Context: an optimization exercise on an open-source flow, tuned for small area. The choices shown serve that exercise and are no tape-out recipe.
Function was checked by simulation only, so behaviour that the tests miss may differ from the original.
Power figures rest on the tool's default switching activity, not on a simulated workload.

File: design.v
module dialect_seq (
    input  wire        clk,
    input  wire        rst,           
    input  wire        start,         
    input  wire        abort_req,         
    input  wire [11:0] entry,
    input  wire        stopreq,
    input  wire        token,
    input  wire [3:0]  port_num,
    input  wire [23:0] trib_cycle,
    input  wire [63:0] time_in,       
    output wire [11:0] imem_addr,
    input  wire [31:0] imem_rdata,
    output wire [12:0] dmem_addr,
    output wire [31:0] dmem_wdata,
    output wire [3:0]  dmem_be,
    input  wire [31:0] dmem_rdata,
    input  wire        rxd,
    output reg         txd,
    output reg         de,
    output reg  [2:0]  exec_state,
    output wire [11:0] pc_out,
    output reg  [3:0]  trap_code,
    output reg  [31:0] trap_word,
    output reg  [31:0] trap_arg,
    input  wire [3:0]  reg_sel,
    output wire [31:0] reg_data
);
    localparam [2:0] ST_IDLE = 3'd0, ST_EXEC = 3'd1, ST_WAIT = 3'd2,
                     ST_STOP = 3'd3, ST_TRAP = 3'd4;
    localparam [3:0] T_ILLEGAL = 4'd1, T_BOUND = 4'd2, T_PC = 4'd3,
                     T_DMEM = 4'd4, T_USER = 4'd8, T_OPERAND = 4'd9;
    localparam [5:0] OP_ADD = 6'h01, OP_SUB = 6'h02, OP_AND = 6'h03,
                     OP_OR = 6'h04, OP_XOR = 6'h05, OP_SHL = 6'h06,
                     OP_SHR = 6'h07, OP_ADDI = 6'h09, OP_ANDI = 6'h0A,
                     OP_ORI = 6'h0B, OP_XORI = 6'h0C, OP_SHLI = 6'h0D,
                     OP_SHRI = 6'h0E, OP_LI = 6'h0F, OP_LDW = 6'h10,
                     OP_LDB = 6'h11, OP_STW = 6'h12, OP_STB = 6'h13,
                     OP_CHKR = 6'h17, OP_BEQ = 6'h18, OP_BNE = 6'h19,
                     OP_BLTU = 6'h1A, OP_BGEU = 6'h1B, OP_JMP = 6'h1C,
                     OP_CALL = 6'h1D, OP_JR = 6'h1E, OP_CHK = 6'h1F,
                     OP_DE = 6'h24, OP_DRAIN = 6'h25, OP_WEDGE = 6'h26,
                     OP_WAIT = 6'h27, OP_TXL = 6'h28, OP_RXL = 6'h29,
                     OP_MFS = 6'h3C, OP_HALT = 6'h3D, OP_NOP = 6'h3E,
                     OP_EXT = 6'h3F;
    reg [31:0] w [1:15];
    reg [11:0] pc;            
    reg        ext_valid;     
    reg [13:0] ext_hi;
    reg        second;        
    reg [31:0] wait_cnt;      
    reg [31:0] time_hi;       
    reg        rx_s1, rx_s2, rx_s3;
    wire active = (exec_state == ST_EXEC) || (exec_state == ST_WAIT);
    wire [11:0] ipc = pc + {11'd0, ext_valid};
    assign imem_addr = ipc;
    assign pc_out    = pc;
    wire [31:0] word  = imem_rdata;
    wire [5:0]  op    = word[31:26];
    wire [3:0]  f_rd  = word[25:22];
    wire [3:0]  f_rs  = word[21:18];
    wire [3:0]  f_rt  = word[17:14];
    wire [17:0] imm18 = word[17:0];
    wire [13:0] low14 = word[13:0];
    wire o_add  = op == OP_ADD,  o_sub  = op == OP_SUB,  o_and  = op == OP_AND;
    wire o_or   = op == OP_OR,   o_xor  = op == OP_XOR,  o_shl  = op == OP_SHL;
    wire o_shr  = op == OP_SHR,  o_addi = op == OP_ADDI, o_andi = op == OP_ANDI;
    wire o_ori  = op == OP_ORI,  o_xori = op == OP_XORI, o_shli = op == OP_SHLI;
    wire o_shri = op == OP_SHRI, o_li   = op == OP_LI,   o_ldw  = op == OP_LDW;
    wire o_ldb  = op == OP_LDB,  o_stw  = op == OP_STW,  o_stb  = op == OP_STB;
    wire o_chkr = op == OP_CHKR, o_beq  = op == OP_BEQ,  o_bne  = op == OP_BNE;
    wire o_bltu = op == OP_BLTU, o_bgeu = op == OP_BGEU, o_jmp  = op == OP_JMP;
    wire o_call = op == OP_CALL, o_jr   = op == OP_JR,   o_chk  = op == OP_CHK;
    wire o_de   = op == OP_DE,   o_drain= op == OP_DRAIN,o_wedge= op == OP_WEDGE;
    wire o_wait = op == OP_WAIT, o_txl  = op == OP_TXL,  o_rxl  = op == OP_RXL;
    wire o_mfs  = op == OP_MFS,  o_halt = op == OP_HALT, o_nop  = op == OP_NOP;
    wire o_ext  = op == OP_EXT;
    wire o_branch = o_beq | o_bne | o_bltu | o_bgeu;
    wire o_mem    = o_ldw | o_ldb | o_stw | o_stb;
    wire o_store  = o_stw | o_stb;
    wire [3:0] ra = f_rs;
    wire [3:0] rb = o_store ? f_rd : f_rt;
    reg [31:0] rs_val, rb_val, rsel_val;
    integer k;
    always @* begin
        rs_val   = 32'd0;
        rb_val   = 32'd0;
        rsel_val = 32'd0;
        for (k = 1; k < 16; k = k + 1) begin
            rs_val   = rs_val   | (w[k] & {32{ra == k}});
            rb_val   = rb_val   | (w[k] & {32{rb == k}});
            rsel_val = rsel_val | (w[k] & {32{reg_sel == k}});
        end
    end
    assign reg_data = rsel_val;
    wire zext = o_andi | o_ori | o_xori | o_chk | o_jmp | o_call;
    wire [13:0] imm_hi = ext_valid ? ext_hi : (zext ? 14'd0 : {14{imm18[17]}});
    wire [31:0] imm = {imm_hi, imm18};
    wire is_fmt_a = o_add | o_sub | o_and | o_or | o_xor | o_shl | o_shr |
                    o_chkr | o_jr | o_drain | o_rxl | o_nop;
    wire low14_z = (low14 == 14'd0);
    wire rd_z = (f_rd == 4'd0);
    wire rs_z = (f_rs == 4'd0);
    wire rt_z = (f_rt == 4'd0);
    wire imm_hi_z = (imm_hi == 14'd0);
    wire legal_op =
        ((o_add | o_sub | o_and | o_or | o_xor | o_shl | o_shr) & low14_z) |
        o_addi | o_andi | o_ori | o_xori |
        ((o_shli | o_shri) & imm_hi_z & (imm18[17:5] == 13'd0)) |
        (o_li & rs_z) |
        o_mem |
        (o_chkr & rd_z & low14_z) |
        o_branch |
        ((o_jmp | o_call) & rd_z & rs_z) |
        (o_jr & rd_z & rt_z & low14_z) |
        (o_chk & rd_z) |
        ((o_de | o_txl) & rd_z & rs_z & imm_hi_z & (imm18[17:1] == 17'd0)) |
        ((o_drain | o_nop) & rd_z & rs_z & rt_z & low14_z) |
        o_wedge |
        (o_wait & rd_z) |
        (o_rxl & rs_z & rt_z & low14_z) |
        (o_mfs & rs_z & imm_hi_z & (imm18[17:3] == 15'd0)) |
        (o_halt & rd_z & rs_z) |
        (o_ext & !ext_valid & rd_z & rs_z & rt_z);
    wire legal = legal_op & !(ext_valid & is_fmt_a);
    wire use_rt = is_fmt_a | o_branch;
    wire [31:0] b_val = use_rt ? rb_val : (o_wedge ? 32'd0 : imm);
    wire sub = o_sub | o_chkr | o_chk | o_branch;
    wire [32:0] sum33 = {1'b0, rs_val} + {1'b0, b_val ^ {32{sub}}} + {32'd0, sub};
    wire [31:0] sum = sum33[31:0];
    wire geu = sum33[32];             
    wire eq  = (sum == 32'd0);        
    wire shl = o_shl | o_shli;
    reg [31:0] sh_in, sh_out;
    integer m;
    always @* begin
        for (m = 0; m < 32; m = m + 1) sh_in[m] = shl ? rs_val[31-m] : rs_val[m];
    end
    wire [31:0] sh_r = sh_in >> b_val[4:0];
    always @* begin
        for (m = 0; m < 32; m = m + 1) sh_out[m] = shl ? sh_r[31-m] : sh_r[m];
    end
    wire is_word  = o_ldw | o_stw;
    wire daddr_bad = (sum[31:13] != 19'd0) || (is_word && sum[1:0] != 2'b00);
    assign dmem_addr = sum[12:0];
    reg [7:0] ld_b;
    always @* begin
        case (sum[1:0])
            2'd0: ld_b = dmem_rdata[7:0];
            2'd1: ld_b = dmem_rdata[15:8];
            2'd2: ld_b = dmem_rdata[23:16];
            default: ld_b = dmem_rdata[31:24];
        endcase
    end
    wire br_taken = (o_beq & eq) | (o_bne & !eq) | (o_bltu & !geu) | (o_bgeu & geu);
    wire jump     = o_jmp | o_call | o_jr;
    wire take_br = o_branch & br_taken;
    wire [31:0] pc_b = take_br ? imm : 32'd1;
    wire [31:0] pc_sum = {20'd0, ipc} + pc_b;
    wire [31:0] next_pc = jump ? sum : pc_sum;
    wire pc_bad = (next_pc[31:12] != 20'd0);
    reg [31:0] mfs_val;
    always @* begin
        case (imm18[2:0])
            3'd0: mfs_val = time_in[31:0];
            3'd1: mfs_val = time_hi;
            3'd2: mfs_val = {31'd0, stopreq};
            3'd3: mfs_val = {31'd0, token};
            3'd4: mfs_val = {28'd0, port_num};
            3'd5: mfs_val = 32'd0;
            3'd6: mfs_val = {8'd0, trib_cycle};
            default: mfs_val = 32'd254;
        endcase
    end
    wire rise = rx_s2 && !rx_s3;
    wire fall = !rx_s2 && rx_s3;
    wire edge_hit = (imm18[0] && rise) || (imm18[1] && fall);
    wire cnt_hit = (wait_cnt == sum);
    wire wedge_op_bad = (imm18[1:0] == 2'b00);
    wire halt_clean = o_halt & (imm_hi_z & (imm18 == 18'd0)) & stopreq;
    wire t_dmem  = o_mem & daddr_bad;
    wire t_bound = (o_chk | o_chkr) & geu;
    wire t_user  = o_halt & !halt_clean;
    wire t_oper  = o_wedge & wedge_op_bad;
    wire t_extpc = o_ext & (ipc == 12'hFFF);
    wire t_inst  = t_dmem | t_bound | t_user | t_oper | t_extpc;
    wire waiting = (o_wait & !cnt_hit) | (o_wedge & !wedge_op_bad & !cnt_hit & !edge_hit);
    wire ending  = legal & !t_inst & !waiting & !o_ext & !halt_clean;
    wire t_pc    = ending & pc_bad;
    wire trap    = !legal | t_inst | t_pc;
    wire two     = (jump | take_br) & !second;
    wire done    = ending & !pc_bad & !two;
    wire go_second = ending & !pc_bad & two;
    wire go_wait = legal & waiting;
    wire do_ext  = legal & o_ext & !t_extpc;
    wire commit = active & done;
    reg [3:0]  tcode;
    reg [31:0] targ;
    always @* begin
        if (!legal)            begin tcode = T_ILLEGAL; targ = word;    end
        else if (t_bound)      begin tcode = T_BOUND;   targ = rs_val;  end
        else if (t_dmem)       begin tcode = T_DMEM;    targ = sum;     end
        else if (t_user)       begin tcode = T_USER;    targ = sum;     end
        else if (t_oper)       begin tcode = T_OPERAND; targ = imm;     end
        else                   begin tcode = T_PC;      targ = next_pc; end
    end
    reg [31:0] wr_val;
    always @* begin
        wr_val = 32'd0;
        if (o_add | o_sub | o_addi | o_li) wr_val = sum;
        if (o_and | o_andi) wr_val = rs_val & b_val;
        if (o_or | o_ori)   wr_val = rs_val | b_val;
        if (o_xor | o_xori) wr_val = rs_val ^ b_val;
        if (o_shl | o_shr | o_shli | o_shri) wr_val = sh_out;
        if (o_ldw) wr_val = dmem_rdata;
        if (o_ldb) wr_val = {24'd0, ld_b};
        if (o_call) wr_val = {19'd0, pc_sum[12:0]};
        if (o_rxl) wr_val = {31'd0, rx_s2};
        if (o_mfs) wr_val = mfs_val;
        if (o_wedge) wr_val = cnt_hit ? 32'hFFFF_FFFF : wait_cnt;
    end
    wire writes = o_add | o_sub | o_and | o_or | o_xor | o_shl | o_shr |
                  o_addi | o_andi | o_ori | o_xori | o_shli | o_shri | o_li |
                  o_ldw | o_ldb | o_call | o_rxl | o_mfs | o_wedge;
    wire [3:0] wr_idx = o_call ? 4'd15 : f_rd;
    wire       wr_go  = commit & writes;
    assign dmem_be    = (commit & o_store) ?
                        (o_stw ? 4'b1111 : (4'b0001 << sum[1:0])) : 4'b0000;
    assign dmem_wdata = o_stw ? rb_val : {4{rb_val[7:0]}};
    wire clr = rst | start;
    wire [31:0] w_d = clr ? 32'd0 : wr_val;
    genvar g;
    generate
        for (g = 1; g < 16; g = g + 1) begin : regs
            always @(posedge clk)
                if (clr | (wr_go & (wr_idx == g))) w[g] <= w_d;
        end
    endgenerate
    always @(posedge clk) begin
        if (rst) begin
            rx_s1 <= 1'b0;
            rx_s2 <= 1'b0;
            rx_s3 <= 1'b0;
        end else begin
            rx_s1 <= rxd;
            rx_s2 <= rx_s1;
            rx_s3 <= rx_s2;
        end
    end
    always @(posedge clk)
        if (active & do_ext) ext_hi <= word[13:0];
    wire stop_now = start | (abort_req & active);
    always @(posedge clk) begin
        if (rst | stop_now | !active | !go_wait) wait_cnt <= 32'd0;
        else wait_cnt <= wait_cnt + 32'd1;
    end
    always @(posedge clk) begin
        if (clr) time_hi <= 32'd0;
        else if (commit & o_mfs & (imm18[2:0] == 3'd0)) time_hi <= time_in[63:32];
    end
    always @(posedge clk) begin
        if (clr) begin
            trap_code <= 4'd0;
            trap_word <= 32'd0;
            trap_arg  <= 32'd0;
        end else if (active & trap & !abort_req) begin
            trap_code <= tcode;
            trap_word <= word;
            trap_arg  <= targ;
        end
    end
    always @(posedge clk) begin
        if (rst) begin
            pc         <= 12'd0;
            ext_valid  <= 1'b0;
            second     <= 1'b0;
            exec_state <= ST_IDLE;
            txd        <= 1'b1;
            de         <= 1'b0;
        end else begin
            if (commit) begin
                if (o_de)  de  <= imm18[0];
                if (o_txl) txd <= imm18[0];
                pc        <= next_pc[11:0];
                ext_valid <= 1'b0;
                second    <= 1'b0;
                exec_state <= ST_EXEC;
            end
            if (active && go_second) second <= 1'b1;
            if (active && go_wait) exec_state <= ST_WAIT;
            if (active && do_ext) ext_valid <= 1'b1;
            if (start) begin
                pc         <= entry;
                ext_valid  <= 1'b0;
                second     <= 1'b0;
                exec_state <= ST_EXEC;
            end else if (abort_req) begin
                if (active) begin
                    exec_state <= ST_IDLE;
                    ext_valid  <= 1'b0;
                    second     <= 1'b0;
                    de         <= 1'b0;
                end
            end else if (active && trap) begin
                exec_state <= ST_TRAP;
                ext_valid  <= 1'b0;
                second     <= 1'b0;
                de         <= 1'b0;
            end else if (active && halt_clean) begin
                exec_state <= ST_STOP;
                de         <= 1'b0;
            end
        end
    end
endmodule
File: run.sh
#!/bin/bash
# synth_recipe.tcl (not shown) runs the flow's synth.tcl, then flattens the netlist and writes it again
# the make line also repeats each setting of config.mk as NAME=value (left out here)
make -C /OpenROAD-flow-scripts/flow DESIGN_CONFIG=/design/flow/config.mk WORK_HOME=/design/flow/orfs CLKGATE_MAP_FILE= SYNTH_SCRIPT=/design/flow/synth_recipe.tcl finish
File: config.mk
export PLATFORM = sky130hd
export DESIGN_NAME = dialect_seq
export DESIGN_NICKNAME = dialect_seq
export VERILOG_FILES = /design/flow/design.v
export SDC_FILE = /design/flow/constraint.sdc
export NUM_CORES = 4
export LEC_CHECK = 0
export CAP_MARGIN = 20
export CORE_MARGIN = 2
export CORE_UTILIZATION = 40
export SLEW_MARGIN = 20
File: constraint.sdc
create_clock -name core_clock -period 20.0 [get_ports {clk}]
set_input_delay 4.0000 -clock core_clock [delete_from_list [all_inputs] [get_ports {clk}]]
set_output_delay 4.0000 -clock core_clock [all_outputs]
set_load 0.01 [all_outputs]
==> metrics.md, run 1 <==
| Metric | Value |
|---|---|
| Status | `no timing/DRC/antenna violations` |
| Placed Area | `51900 um^2` |
| Fin crit share | `between 90% and 100%` |
| HP Class | `flip-flop to flip-flop` |
| # setup viols final | `0` |
| Post-layout nets | `roughly 5500` |
| Yosys cell types | `between 90 and 100` |
| WP data arrival | `15.62 ns` |
| Number of synthesized register bits | `648` |
| Clock tree buffer depth | `3` |
| Final setup margin | `0.382 ns` |
| Crit-path max FO | `9` |
| Std-Cell Core Area | `107000 um^2` |
| Largest net degree at the start of global routing | `78` |
| Top post-synthesis cells by area | `edfxtp_1 35%, a22oi_1 7.8%, dfxtp_1 7.2%` |
| Hold depth | `1` |
| Vias in the first global route | `~44000` |
| Adder-cell share of the synthesized area | `3.30%` |
| Critical path's most frequent cell | `buf_4` |
| DR WL/cell | `about 40 um` |
| Crit path capture type | `primary output` |
| CTS tree | `done` |
| Fin Clk Skew | `0.0527 ns` |
| Syn nets | `4812` |
| Pre-antenna DRT Iters | `11` |
| Chip Height | `331 um` |
| Compound-cell area share of the yosys netlist | `25.6%` |
| Initial antenna violation count | `15` |
| Total Wirelength | `between 200 and 300 mm` |
| Setup WS pre-CTS | `-0.0234 ns` |
| Post-Synth Simple-Gate Area | `between 10% and 20%` |
| Setup crit start kind | `input port` |
| Synth Area per Inst | `approximately 9.5 um^2` |
| CTS sink count | `648` |
| Worst vdd ir | `around 0.08 mV` |
| Die Wd | `331 um` |
| First-pass GRT wire length | `359 mm` |
| P_leak | `21.0 nW` |
| RSZ-0062 raised after global routing | `false` |
| Post-synth top area cell | `edfxtp_1` |
| First DRT Iteration DRCs | `10700` |
| Num rows | `120` |
| Post-synthesis xor/xnor area fraction | `2.86%` |
| Fin area | `between 50000 and 60000 um^2` |
| I/O pin count | `357` |
| Die area | `110000 um^2` |
| CP max stage cell | `clkdlybuf4s50_1` |
| Worst-Skew Late Latency | `just under 0.7 ns` |
| Via/cell ratio | `7.24` |
| Starting Density | `between 40% and 50%` |
| Max cap viols | `0` |
| Mux contribution to synthesized area | `~6.5%` |
| Area grow syn2layout | `27.5%` |
| Final Core Density | `between 50% and 60%` |
| H-tree levels | `3` |
| Predominant post-synthesis flop cell | `edfxtp_1` |
| Sequential area share after synthesis | `41.8%` |
| Layout cells sized above 1 | `~17%` |
| Tmin final | `19.62 ns` |
| Final hold vios | `0` |
| Largest family of logic cells by synthesized area | `compound AO/OA/AOI/OAI gates` |
| Cell with the most instances after synthesis | `edfxtp_1` |
| Slowest stage delay, CP | `0.67 ns` |
| Crit Path Class | `input port to primary output` |
| Worst slew pin tran | `approximately 1.3 ns` |
| PortBufs | `356` |
| Most instantiated cells after synthesis | `494 x edfxtp_1, 448 x a22oi_1, 438 x nor2_1, 299 x nand2_1, 292 x clkbuf_1` |
| Total negative slack | `0 ns` |
| Max Freq | `roughly 0.051 GHz` |
| Max Slew Vio Count | `0` |
| Num CTS Buffers | `74` |
| Global route total overflow | `0` |
| Fillers | `9918` |
| CTS clk-pin slew, worst paths | `0.06 ns` |
| Worst Reg-to-Reg Cells | `43` |
| Syn Inst Count | `between 4000 and 5000` |
| Post-detail-place hpwl | `191 mm` |
| Area share of the largest cell type after synthesis | `about a third` |
| Number of enable flip-flop cells after synthesis | `494` |
| Root Buffer | `clkbuf_16` |
| GPL Wtd Cong | `1.07` |
| Yosys warnings | `2` |
| Vias post-DR | `48000` |
| Req. time, crit path | `between 15 and 20 ns` |
| DRC viols | `0` |
| Hold_buf cts | `0` |
| Async SR Flop Fraction | `0%` |
| All-Layer GR Usage | `46.2%` |
| Rel. slew slack | `14.3%` |
| P per Cell Area | `79.2 nW/um^2` |
| Post-DRT Antenna Nets | `0` |
| Synth Cell Area | `42900 um^2` |
## critical path: cells and delay by family
kind	cells	cell delay [ns]
xor+xnor	1	0.11
simple gates	13	3.81
fa+ha+maj	3	1.00
compound gates	17	3.90
buf+inv	9	2.74
## state kept, by name (all words and copies together) (netlist names)
name	cells
de	1
second	1
exec_state	3
rx_s2	1
time_hi	32
ext_hi	14
trap_arg	32
pc	12
ext_valid	1
rx_s3	1
trap_word	32
wait_cnt	32
rx_s1	1
txd	1
trap_code	4
w	480
## cells by family (layout without fill, tap and decap cells)
group | Yosys count | in the layout
compound gates | 1508 | 1510
fa+ha+maj | 112 | 112
simple gates | 1368 | 1368
buf+inv | 477 | 1173
flops | 648 | 648
other cells | 0 | 15
xor+xnor | 140 | 140
mux | 268 | 268
## cell usage in the layout, fill, tap and decap left out, drive strengths merged, types with 36 or more instances in the layout
master,instances
a21oi,203
nor2,439
nand2,299
a221oi,117
dfxtp,154
a222oi,100
ha,110
a22o,82
and3,104
edfxtp,494
clkdlybuf4s50,354
inv,116
clkbuf,89
nor2b,36
o21ai,222
mux2i,242
a22oi,448
nand4,122
xor2,48
nand3,96
xnor2,92
buf,572
o211ai,38
nor3,87
## path summary, 6_finish.rpt
kind	startpoint	to	slack (ns)
hold / removal	rx_s1$_SDFF_PP0_	rx_s2$_SDFF_PP0_	0.46
setup reg to reg	w[4][1]$_DFFE_PP_	w[11][25]$_DFFE_PP_	7.54
hold reg to reg	rx_s1$_SDFF_PP0_	rx_s2$_SDFF_PP0_	0.46
setup / recovery	imem_rdata[18]	dmem_be[0]	0.38
## metrics by stage
stage	std cells	hold WS, ns	power (W)
finish	6637	0.455	0.00433
global route	6622	0.466	0.00441
CTS	6597	0.457	0.00425
detailed placement	6464	0.446	0.00290
global placement	6463	0.443	0.00292
floorplan	4521	0.414	0.00215
## repair_timing
action,4_1_cts,5_1_grt
endpoints found under the setup margin,4,4
buffers inserted,1,20
hold endpoints to repair,0,0
cloned,0,2
resized for setup,3,33
pin swaps,0,11
## routing by layer
metal / GRT usage (%) / share of wire, %
met1: 63.4 / 39
met2: 64.0 / 39
met3: 17.1 / 16
met4: 21.5 / 5.8
met5: 0.130 / 0.0095
## report_power, final
part | internal, W | switching [W] | leakage [nW]
Combinational | 0.000475 | 0.000899 | 13.2
Clock | 0.000748 | 0.000609 | 1.16
Sequential | 0.00152 | 0.0000740 | 6.71
## area by class of cell
class	instances	area [um^2]	share of cell area, %
clock inverter	44	417	0.762
multi-input combinational	3398	23900	43.7
sequential	648	17900	32.8
antenna	15	37.5	0.0686
timing repair buffer	927	8250	15.1
clock buffer	88	1960	3.58
inverter	114	428	0.783
tap	1403	1760	3.21
==> run 2, diff against run 1 <==
--- a/design.v
+++ b/design.v
@@ -81,16 +81,23 @@
     wire [3:0] ra = f_rs;
     wire [3:0] rb = o_store ? f_rd : f_rt;
-    reg [31:0] rs_val, rb_val, rsel_val;
-    integer k;
-    always @* begin
-        rs_val   = 32'd0;
-        rb_val   = 32'd0;
-        rsel_val = 32'd0;
-        for (k = 1; k < 16; k = k + 1) begin
-            rs_val   = rs_val   | (w[k] & {32{ra == k}});
-            rb_val   = rb_val   | (w[k] & {32{rb == k}});
-            rsel_val = rsel_val | (w[k] & {32{reg_sel == k}});
+    wire [14:0] sel_a, sel_b, sel_c;
+    wire [31:0] rs_val, rb_val, rsel_val;
+    genvar g, j;
+    generate
+        for (g = 1; g < 16; g = g + 1) begin : dec
+            assign sel_a[g-1] = (ra == g);
+            assign sel_b[g-1] = (rb == g);
+            assign sel_c[g-1] = (reg_sel == g);
         end
-    end
+        for (j = 0; j < 32; j = j + 1) begin : rbit
+            wire [14:0] col;
+            for (g = 1; g < 16; g = g + 1) begin : colb
+                assign col[g-1] = w[g][j];
+            end
+            dialect_seq_sel15 u_a (.d(col), .s(sel_a), .y(rs_val[j]));
+            dialect_seq_sel15 u_b (.d(col), .s(sel_b), .y(rb_val[j]));
+            dialect_seq_sel15 u_c (.d(col), .s(sel_c), .y(rsel_val[j]));
+        end
+    endgenerate
     assign reg_data = rsel_val;
     wire zext = o_andi | o_ori | o_xori | o_chk | o_jmp | o_call;
@@ -127,18 +134,11 @@
     wire [31:0] b_val = use_rt ? rb_val : (o_wedge ? 32'd0 : imm);
     wire sub = o_sub | o_chkr | o_chk | o_branch;
-    wire [32:0] sum33 = {1'b0, rs_val} + {1'b0, b_val ^ {32{sub}}} + {32'd0, sub};
-    wire [31:0] sum = sum33[31:0];
-    wire geu = sum33[32];             
+    wire [31:0] sum;
+    wire geu;                         
+    dialect_seq_addsub u_add (.a(rs_val), .b(b_val), .sub(sub), .s(sum), .co(geu));
     wire eq  = (sum == 32'd0);        
     wire shl = o_shl | o_shli;
-    reg [31:0] sh_in, sh_out;
-    integer m;
-    always @* begin
-        for (m = 0; m < 32; m = m + 1) sh_in[m] = shl ? rs_val[31-m] : rs_val[m];
-    end
-    wire [31:0] sh_r = sh_in >> b_val[4:0];
-    always @* begin
-        for (m = 0; m < 32; m = m + 1) sh_out[m] = shl ? sh_r[31-m] : sh_r[m];
-    end
+    wire [31:0] sh_out;
+    dialect_seq_shift u_sh (.x(rs_val), .n(b_val[4:0]), .left(shl), .y(sh_out));
     wire is_word  = o_ldw | o_stw;
     wire daddr_bad = (sum[31:13] != 19'd0) || (is_word && sum[1:0] != 2'b00);
@@ -156,25 +156,19 @@
     wire jump     = o_jmp | o_call | o_jr;
     wire take_br = o_branch & br_taken;
-    wire [31:0] pc_b = take_br ? imm : 32'd1;
-    wire [31:0] pc_sum = {20'd0, ipc} + pc_b;
-    wire [31:0] next_pc = jump ? sum : pc_sum;
+    wire [12:0] seq_next  = {1'b0, ipc} + 13'd1;
+    wire [31:0] br_target;
+    dialect_seq_brt u_brt (.pc(ipc), .imm(imm), .t(br_target));
+    wire [31:0] next_pc = jump ? sum : take_br ? br_target : {19'd0, seq_next};
     wire pc_bad = (next_pc[31:12] != 20'd0);
-    reg [31:0] mfs_val;
-    always @* begin
-        case (imm18[2:0])
-            3'd0: mfs_val = time_in[31:0];
-            3'd1: mfs_val = time_hi;
-            3'd2: mfs_val = {31'd0, stopreq};
-            3'd3: mfs_val = {31'd0, token};
-            3'd4: mfs_val = {28'd0, port_num};
-            3'd5: mfs_val = 32'd0;
-            3'd6: mfs_val = {8'd0, trib_cycle};
-            default: mfs_val = 32'd254;
-        endcase
-    end
+    wire [31:0] mfs_val;
+    dialect_seq_mfs u_mfs (.sel(imm18[2:0]), .tlo(time_in[31:0]), .thi(time_hi),
+        .stopreq(stopreq), .token(token), .port_num(port_num), .trib_cycle(trib_cycle),
+        .y(mfs_val));
     wire rise = rx_s2 && !rx_s3;
     wire fall = !rx_s2 && rx_s3;
     wire edge_hit = (imm18[0] && rise) || (imm18[1] && fall);
-    wire cnt_hit = (wait_cnt == sum);
+    wire cnt_hit;
+    wire [31:0] cnt_inc;
+    dialect_seq_cnt u_cnt (.c(wait_cnt), .v(sum), .hit(cnt_hit), .inc(cnt_inc));
     wire wedge_op_bad = (imm18[1:0] == 2'b00);
     wire halt_clean = o_halt & (imm_hi_z & (imm18 == 18'd0)) & stopreq;
@@ -196,28 +190,24 @@
     wire commit = active & done;
     reg [3:0]  tcode;
-    reg [31:0] targ;
-    always @* begin
-        if (!legal)            begin tcode = T_ILLEGAL; targ = word;    end
-        else if (t_bound)      begin tcode = T_BOUND;   targ = rs_val;  end
-        else if (t_dmem)       begin tcode = T_DMEM;    targ = sum;     end
-        else if (t_user)       begin tcode = T_USER;    targ = sum;     end
-        else if (t_oper)       begin tcode = T_OPERAND; targ = imm;     end
-        else                   begin tcode = T_PC;      targ = next_pc; end
-    end
-    reg [31:0] wr_val;
     always @* begin
-        wr_val = 32'd0;
-        if (o_add | o_sub | o_addi | o_li) wr_val = sum;
-        if (o_and | o_andi) wr_val = rs_val & b_val;
-        if (o_or | o_ori)   wr_val = rs_val | b_val;
-        if (o_xor | o_xori) wr_val = rs_val ^ b_val;
-        if (o_shl | o_shr | o_shli | o_shri) wr_val = sh_out;
-        if (o_ldw) wr_val = dmem_rdata;
-        if (o_ldb) wr_val = {24'd0, ld_b};
-        if (o_call) wr_val = {19'd0, pc_sum[12:0]};
-        if (o_rxl) wr_val = {31'd0, rx_s2};
-        if (o_mfs) wr_val = mfs_val;
-        if (o_wedge) wr_val = cnt_hit ? 32'hFFFF_FFFF : wait_cnt;
-    end
+        if (!legal)            tcode = T_ILLEGAL;
+        else if (t_bound)      tcode = T_BOUND;
+        else if (t_dmem)       tcode = T_DMEM;
+        else if (t_user)       tcode = T_USER;
+        else if (t_oper)       tcode = T_OPERAND;
+        else                   tcode = T_PC;
+    end
+    wire [31:0] targ;
+    dialect_seq_targ u_targ (.word(word), .rs(rs_val), .sum(sum), .imm(imm), .npc(next_pc),
+        .s_word(!legal), .s_rs(legal & t_bound), .s_sum(legal & (t_dmem | t_user)),
+        .s_imm(legal & t_oper), .s_npc(legal & !(t_bound | t_dmem | t_user | t_oper)),
+        .y(targ));
+    wire [31:0] wr_val;
+    dialect_seq_wb u_wb (.sum(sum), .a(rs_val), .b(b_val), .sh(sh_out), .ld(dmem_rdata),
+        .ldb(ld_b), .seq(seq_next), .rx(rx_s2), .mfs(mfs_val), .cnt(wait_cnt), .hit(cnt_hit),
+        .s_sum(o_add | o_sub | o_addi | o_li), .s_and(o_and | o_andi), .s_or(o_or | o_ori),
+        .s_xor(o_xor | o_xori), .s_sh(o_shl | o_shr | o_shli | o_shri), .s_ld(o_ldw),
+        .s_ldb(o_ldb), .s_seq(o_call), .s_rx(o_rxl), .s_mfs(o_mfs), .s_cnt(o_wedge),
+        .y(wr_val));
     wire writes = o_add | o_sub | o_and | o_or | o_xor | o_shl | o_shr |
                   o_addi | o_andi | o_ori | o_xori | o_shli | o_shri | o_li |
@@ -225,10 +215,10 @@
     wire [3:0] wr_idx = o_call ? 4'd15 : f_rd;
     wire       wr_go  = commit & writes;
-    assign dmem_be    = (commit & o_store) ?
+    wire st_go = active & legal & o_store & !daddr_bad & (ipc != 12'hFFF);
+    assign dmem_be    = st_go ?
                         (o_stw ? 4'b1111 : (4'b0001 << sum[1:0])) : 4'b0000;
     assign dmem_wdata = o_stw ? rb_val : {4{rb_val[7:0]}};
     wire clr = rst | start;
     wire [31:0] w_d = clr ? 32'd0 : wr_val;
-    genvar g;
     generate
         for (g = 1; g < 16; g = g + 1) begin : regs
@@ -253,5 +243,5 @@
     always @(posedge clk) begin
         if (rst | stop_now | !active | !go_wait) wait_cnt <= 32'd0;
-        else wait_cnt <= wait_cnt + 32'd1;
+        else wait_cnt <= cnt_inc;
     end
     always @(posedge clk) begin
@@ -314,2 +304,118 @@
     end
 endmodule
+module dialect_seq_sel15 (
+    input  wire [14:0] d,
+    input  wire [14:0] s,
+    output wire        y
+);
+    assign y = |(d & s);
+endmodule
+module dialect_seq_addsub (
+    input  wire [31:0] a,
+    input  wire [31:0] b,
+    input  wire        sub,
+    output wire [31:0] s,
+    output wire        co
+);
+    assign {co, s} = {1'b0, a} + {1'b0, b ^ {32{sub}}} + {32'd0, sub};
+endmodule
+module dialect_seq_shift (
+    input  wire [31:0] x,
+    input  wire [4:0]  n,
+    input  wire        left,
+    output reg  [31:0] y
+);
+    reg [31:0] xi;
+    wire [31:0] r = xi >> n;
+    integer m;
+    always @* begin
+        for (m = 0; m < 32; m = m + 1) xi[m] = left ? x[31-m] : x[m];
+        for (m = 0; m < 32; m = m + 1) y[m] = left ? r[31-m] : r[m];
+    end
+endmodule
+module dialect_seq_brt (
+    input  wire [11:0] pc,
+    input  wire [31:0] imm,
+    output wire [31:0] t
+);
+    assign t = {20'd0, pc} + imm;
+endmodule
+module dialect_seq_mfs (
+    input  wire [2:0]  sel,
+    input  wire [31:0] tlo,
+    input  wire [31:0] thi,
+    input  wire        stopreq,
+    input  wire        token,
+    input  wire [3:0]  port_num,
+    input  wire [23:0] trib_cycle,
+    output reg  [31:0] y
+);
+    always @* begin
+        case (sel)
+            3'd0: y = tlo;
+            3'd1: y = thi;
+            3'd2: y = {31'd0, stopreq};
+            3'd3: y = {31'd0, token};
+            3'd4: y = {28'd0, port_num};
+            3'd5: y = 32'd0;
+            3'd6: y = {8'd0, trib_cycle};
+            default: y = 32'd254;
+        endcase
+    end
+endmodule
+module dialect_seq_cnt (
+    input  wire [31:0] c,
+    input  wire [31:0] v,
+    output wire        hit,
+    output wire [31:0] inc
+);
+    assign hit = (c == v);
+    assign inc = c + 32'd1;
+endmodule
+module dialect_seq_targ (
+    input  wire [31:0] word,
+    input  wire [31:0] rs,
+    input  wire [31:0] sum,
+    input  wire [31:0] imm,
+    input  wire [31:0] npc,
+    input  wire        s_word,
+    input  wire        s_rs,
+    input  wire        s_sum,
+    input  wire        s_imm,
+    input  wire        s_npc,
+    output wire [31:0] y
+);
+    assign y = ({32{s_word}} & word) | ({32{s_rs}} & rs) | ({32{s_sum}} & sum) |
+               ({32{s_imm}} & imm) | ({32{s_npc}} & npc);
+endmodule
+module dialect_seq_wb (
+    input  wire [31:0] sum,
+    input  wire [31:0] a,
+    input  wire [31:0] b,
+    input  wire [31:0] sh,
+    input  wire [31:0] ld,
+    input  wire [7:0]  ldb,
+    input  wire [12:0] seq,
+    input  wire        rx,
+    input  wire [31:0] mfs,
+    input  wire [31:0] cnt,
+    input  wire        hit,
+    input  wire        s_sum,
+    input  wire        s_and,
+    input  wire        s_or,
+    input  wire        s_xor,
+    input  wire        s_sh,
+    input  wire        s_ld,
+    input  wire        s_ldb,
+    input  wire        s_seq,
+    input  wire        s_rx,
+    input  wire        s_mfs,
+    input  wire        s_cnt,
+    output wire [31:0] y
+);
+    assign y = ({32{s_sum}} & sum) | ({32{s_and}} & (a & b)) | ({32{s_or}} & (a | b)) |
+               ({32{s_xor}} & (a ^ b)) | ({32{s_sh}} & sh) | ({32{s_ld}} & ld) |
+               ({32{s_ldb}} & {24'd0, ldb}) | ({32{s_seq}} & {19'd0, seq}) |
+               ({32{s_rx}} & {31'd0, rx}) | ({32{s_mfs}} & mfs) |
+               ({32{s_cnt}} & (hit ? 32'hFFFF_FFFF : cnt));
+endmodule
--- a/config.mk
+++ b/config.mk
@@ -10,2 +10,3 @@
 export CORE_UTILIZATION = 40
 export SLEW_MARGIN = 20
+export SYNTH_HIERARCHICAL = 1
==> metrics.md, run 2 <==
| Metric | Value |
|---|---|
| CP max stage cell | `a31oi_1` |
| Layout cells sized above 1 | `11.7% (-5.0 points)` |
| Clock tree buffer depth | `3 (unchanged)` |
| Post-CTS Setup Bufs | `0 (-1)` |
| PortBufs | `356 (unchanged)` |
| Synth Area per Inst | `10.5 um^2 (+11%)` |
| Post-DRT Antenna Nets | `0 (unchanged)` |
| CTS sink count | `648 (unchanged)` |
| Chip Height | `333 um (+0.38%)` |
| Worst slew pin tran | `1.22 ns (-0.0700 ns)` |
| Fin area | `51600 um^2 (-5.6%)` |
| Fin crit share | `83.0% (-15 points)` |
| Max Freq | `0.0603 GHz (+18%)` |
| Yosys warnings | `10 (+8)` |
| Worst vdd ir | `0.0659 mV (-17%)` |
| GPL Wtd Cong | `1.00 (-6.2%)` |
| Max Slew Vio Count | `0 (unchanged)` |
| Status | `no timing/DRC/antenna violations` |
| Syn Inst Count | `4114 (-9.0%)` |
| Std-Cell Core Area | `107000 um^2 (+0.28%)` |
| WP data arrival | `12.59 ns (-3.03 ns)` |
| Predominant post-synthesis flop cell | `edfxtp_1` |
| Tmin final | `16.59 ns (-3.03 ns)` |
| Die area | `111000 um^2 (+0.76%)` |
| Global route total overflow | `0 (unchanged)` |
| Post-layout nets | `4797 (-12%)` |
| Most frequent cells in the layout | `494 x edfxtp_1, 447 x a22oi_1, 355 x clkdlybuf4s50_1` |
| Post-synth top area cell | `edfxtp_1` |
| Placed Area | `49100 um^2 (-5.5%)` |
| RSZ-0062 raised after global routing | `false` |
| Top post-synthesis cells by area | `edfxtp_1 34%, a22oi_1 7.8%, dfxtp_1 7.1%` |
| Crit path capture type | `primary output` |
| Combinational Power Share | `27.3% (-4.5 points)` |
| First DRT Iteration DRCs | `8654 (-19%)` |
| Critical path's most frequent cell | `nand2_1` |
| Crit-path max FO | `32 (+23)` |
| Async SR Flop Fraction | `0% (unchanged)` |
| Root Buffer | `clkbuf_16` |
| R2r startpoint | `ext_valid$_SDFF_PP0_` |
| Starting Density | `40.4% (+0.20 points)` |
| Via/cell ratio | `7.06 (-2.4%)` |
| Fin Clk Skew | `0.0300 ns (-0.0227 ns)` |
| Internal power | `0.00275 W (about the same)` |
| Synth Cell Area | `43200 um^2 (+0.77%)` |
| Pre-antenna DRT Iters | `13 (+2)` |
| Largest net degree at the start of global routing | `73 (-6.4%)` |
| Total Wirelength | `210 mm (-21%)` |
| Hold_buf cts | `0 (unchanged)` |
| Clock power share | `34.8% (+3.4 points)` |
| Area grow syn2layout | `19.5%` |
| H-tree levels | `3 (unchanged)` |
| Hold_sp | `rx_s1$_SDFF_PP0_` |
| Slowest stage delay, CP | `0.90 ns (+0.23 ns)` |
| Cell with the most instances after synthesis | `edfxtp_1` |
| Syn nets | `4409 (-8.4%)` |
| Resized cells post-CTS | `0 (-3)` |
| HP Class | `flip-flop to flip-flop` |
| CP bufs+invs | `4 (-5)` |
| Final hold vios | `0 (unchanged)` |
| Worst-Skew Late Latency | `0.68 ns (about the same)` |
| Area share of the largest cell type after synthesis | `34.3% (-0.26 points)` |
| Rel. slew slack | `18.5% (+4.2 points)` |
| Total negative slack | `0 ns (unchanged)` |
| # setup viols final | `0 (unchanged)` |
| Number of synthesized register bits | `648 (unchanged)` |
| First-pass GRT wire length | `291 mm (-19%)` |
| P per Cell Area | `80.6 nW/um^2 (+1.8%)` |
| CTS tree | `done` |
| Worst R2R End | `w[3][15]$_DFFE_PP_` |
| Max cap viols | `0 (unchanged)` |
| Post-detail-place hpwl | `142 mm (-26%)` |
| Num CTS Buffers | `76 (+2.7%)` |
| All-Layer GR Usage | `36.3% (-9.9 points)` |
| Initial antenna violation count | `9 (-6)` |
| Hold depth | `1 (unchanged)` |
| Largest Register | `w` |
| Sequential area share after synthesis | `41.5% (-0.32 points)` |
| Vias post-DR | `42100 (-12%)` |
| Crit Path Class | `input port to primary output` |
| Fillers | `9843 (-0.76%)` |
| Sw Pwr | `0.00141 W (-11%)` |
| Vias in the first global route | `38800 (-12%)` |
| CP delay by family, top | `simple AND/OR/NAND/NOR gates` |
| Die Wd | `333 um (+0.38%)` |
| Register share of total power | `37.9% (+1.0 points)` |
| DRC viols | `0 (unchanged)` |
| Num rows | `120 (unchanged)` |
| Worst Hold End | `rx_s2$_SDFF_PP0_` |
| Leading cell type in the layout, fill and taps excluded | `edfxtp_1` |
| Sw frac | `34.0% (-2.6 points)` |
| Setup crit start kind | `input port` |
| Worst Reg-to-Reg Cells | `27 (-37%)` |
| DR WL/cell | `35.1 um (-12%)` |
| P_leak | `18.7 nW (-11%)` |
| Req. time, crit path | `16.00 ns (about the same)` |
| Most instantiated cells after synthesis | `494 x edfxtp_1, 447 x a22oi_1, 265 x nor2_1, 243 x nand2_1, 198 x mux2i_1` |
| Number of enable flip-flop cells after synthesis | `494 (unchanged)` |
| I/O pin count | `357 (unchanged)` |
| Number of flip-flops in the largest register | `480 (unchanged)` |
| Yosys cell types | `129 (+32%)` |
| CTS clk-pin slew, worst paths | `0.05 ns (about the same)` |
| R2r setup slk | `9.88 ns (+2.34 ns)` |
## run 2: logic make-up (layout without fill, tap and decap cells)
kind of cell,Yosys count,count (layout),share of synthesized area [%]
other,0,3,0
adder cells (fa/ha/maj),116,116,3.39
buffers and inverters,372,818,4.52
multiplexers,269,269,7.55
flip-flops,648,648,41.5
XOR/XNOR,166,166,3.41
AO/OA/AOI/OAI,1387,1387,25.6
AND/OR/NAND/NOR,1156,1156,14.1
## run 2: power groups by stage
stage               clock (W)  combinational [W]  sequential (W)
global route          0.00151            0.00116         0.00159
floorplan                   0           0.000567         0.00159
global placement            0            0.00109         0.00160
CTS                   0.00146            0.00109         0.00158
finish                0.00145            0.00114         0.00158
detailed placement          0            0.00109         0.00160
## run 2: layout make-up
type	count	area (um^2)	share of cell area [%]
sequential	648	17900	34.7
tap	1403	1760	3.40
timing repair buffer	521	4830	9.35
inverter	161	604	1.17
multi-input combinational	3094	24000	46.4
clock inverter	41	508	0.984
antenna	3	7.51	0.0145
clock buffer	95	2050	3.97
## run 2: worst max-delay path by stage
| stage | start | to | slack, ns | cells after the start |
|---|---|---|---|---|
| final | imem_rdata[30] | dmem_be[2] | 3.41 | 28 |
| after global routing | imem_rdata[30] | dmem_be[2] | 3.04 | 28 |
| after detailed placement | imem_rdata[30] | dmem_be[0] | 3.68 | 28 |
| after floorplan | imem_rdata[28] | w[3][0]$_DFFE_PP_ | 4.32 | 33 |
| after global placement | imem_rdata[30] | dmem_be[3] | 3.81 | 29 |
| after CTS | imem_rdata[30] | dmem_be[0] | 3.64 | 28 |
## run 2: metrics by stage
stage,setup WS [ns],utilization (%),hold WS (ns),power (W),instances
6_report,3.41,48.2,0.448,0.00416,5966
5_1_grt,3.04,48.2,0.458,0.00426,5963
4_1_cts,3.64,48.2,0.452,0.00413,5962
3_5_place_dp,3.68,45.8,0.439,0.00269,5826
3_3_place_gp,3.81,45.8,0.431,0.00269,5824
2_1_floorplan,4.32,-,0.414,0.00216,4114
## run 2: Yosys stat by module (local to each module, per instance)
| module | cells inside | flip-flops and latches | copies in the design |
|---|---|---|---|
| dialect_seq | 1709 | 648 | 1 |
| dialect_seq_shift | 393 | 0 | 1 |
| dialect_seq_wb | 363 | 0 | 1 |
| dialect_seq_addsub | 300 | 0 | 1 |
| dialect_seq_brt | 142 | 0 | 1 |
| dialect_seq_cnt | 138 | 0 | 1 |
| dialect_seq_targ | 111 | 0 | 1 |
| dialect_seq_mfs | 94 | 0 | 1 |
| dialect_seq_sel15 | 9 | 0 | 96 |
## run 2: routing by layer
layer / global-route usage, % / wire, um
met1: 49.9 / 82400
met3: 10.5 / 28300
met2: 51.5 / 86000
met5: 0 / 58
met4: 18.6 / 12900

## port drivers added, routing unchanged
The results above use ideal ports. As a check the final layouts listed here were re-extracted and re-timed, cells and wires unchanged. Step 1 assumes that a clkbuf_16 drives the clock port and a buf_2 every other input. Step 2 moves the port delays by t, midway between the first and last clock arrival at a register: inputs arrive t later, outputs are due t later. That takes back most of the time a late clock gives input paths. Slacks: ideal ports / drivers / drivers and shift; pairs: ideal ports / drivers.
run | t, ns | slack for setup (ns) | worst setup path at the end | slew at the worst register clock pin (ns) | worst slew at a driven data input, ns
run 1 | 0.739 | 0.382 / 0.336 / 0.336 | input to output | 0.07 / 0.07 | 0.11
run 2 | 0.748 | 3.407 / 3.381 / 3.381 | input to output | 0.06 / 0.06 | 0.07
After both steps setup and hold are still met in every run listed. For run 1, which loses most, drivers alone change the setup slack by -0.046 ns; drivers and shift together by -0.046 ns.
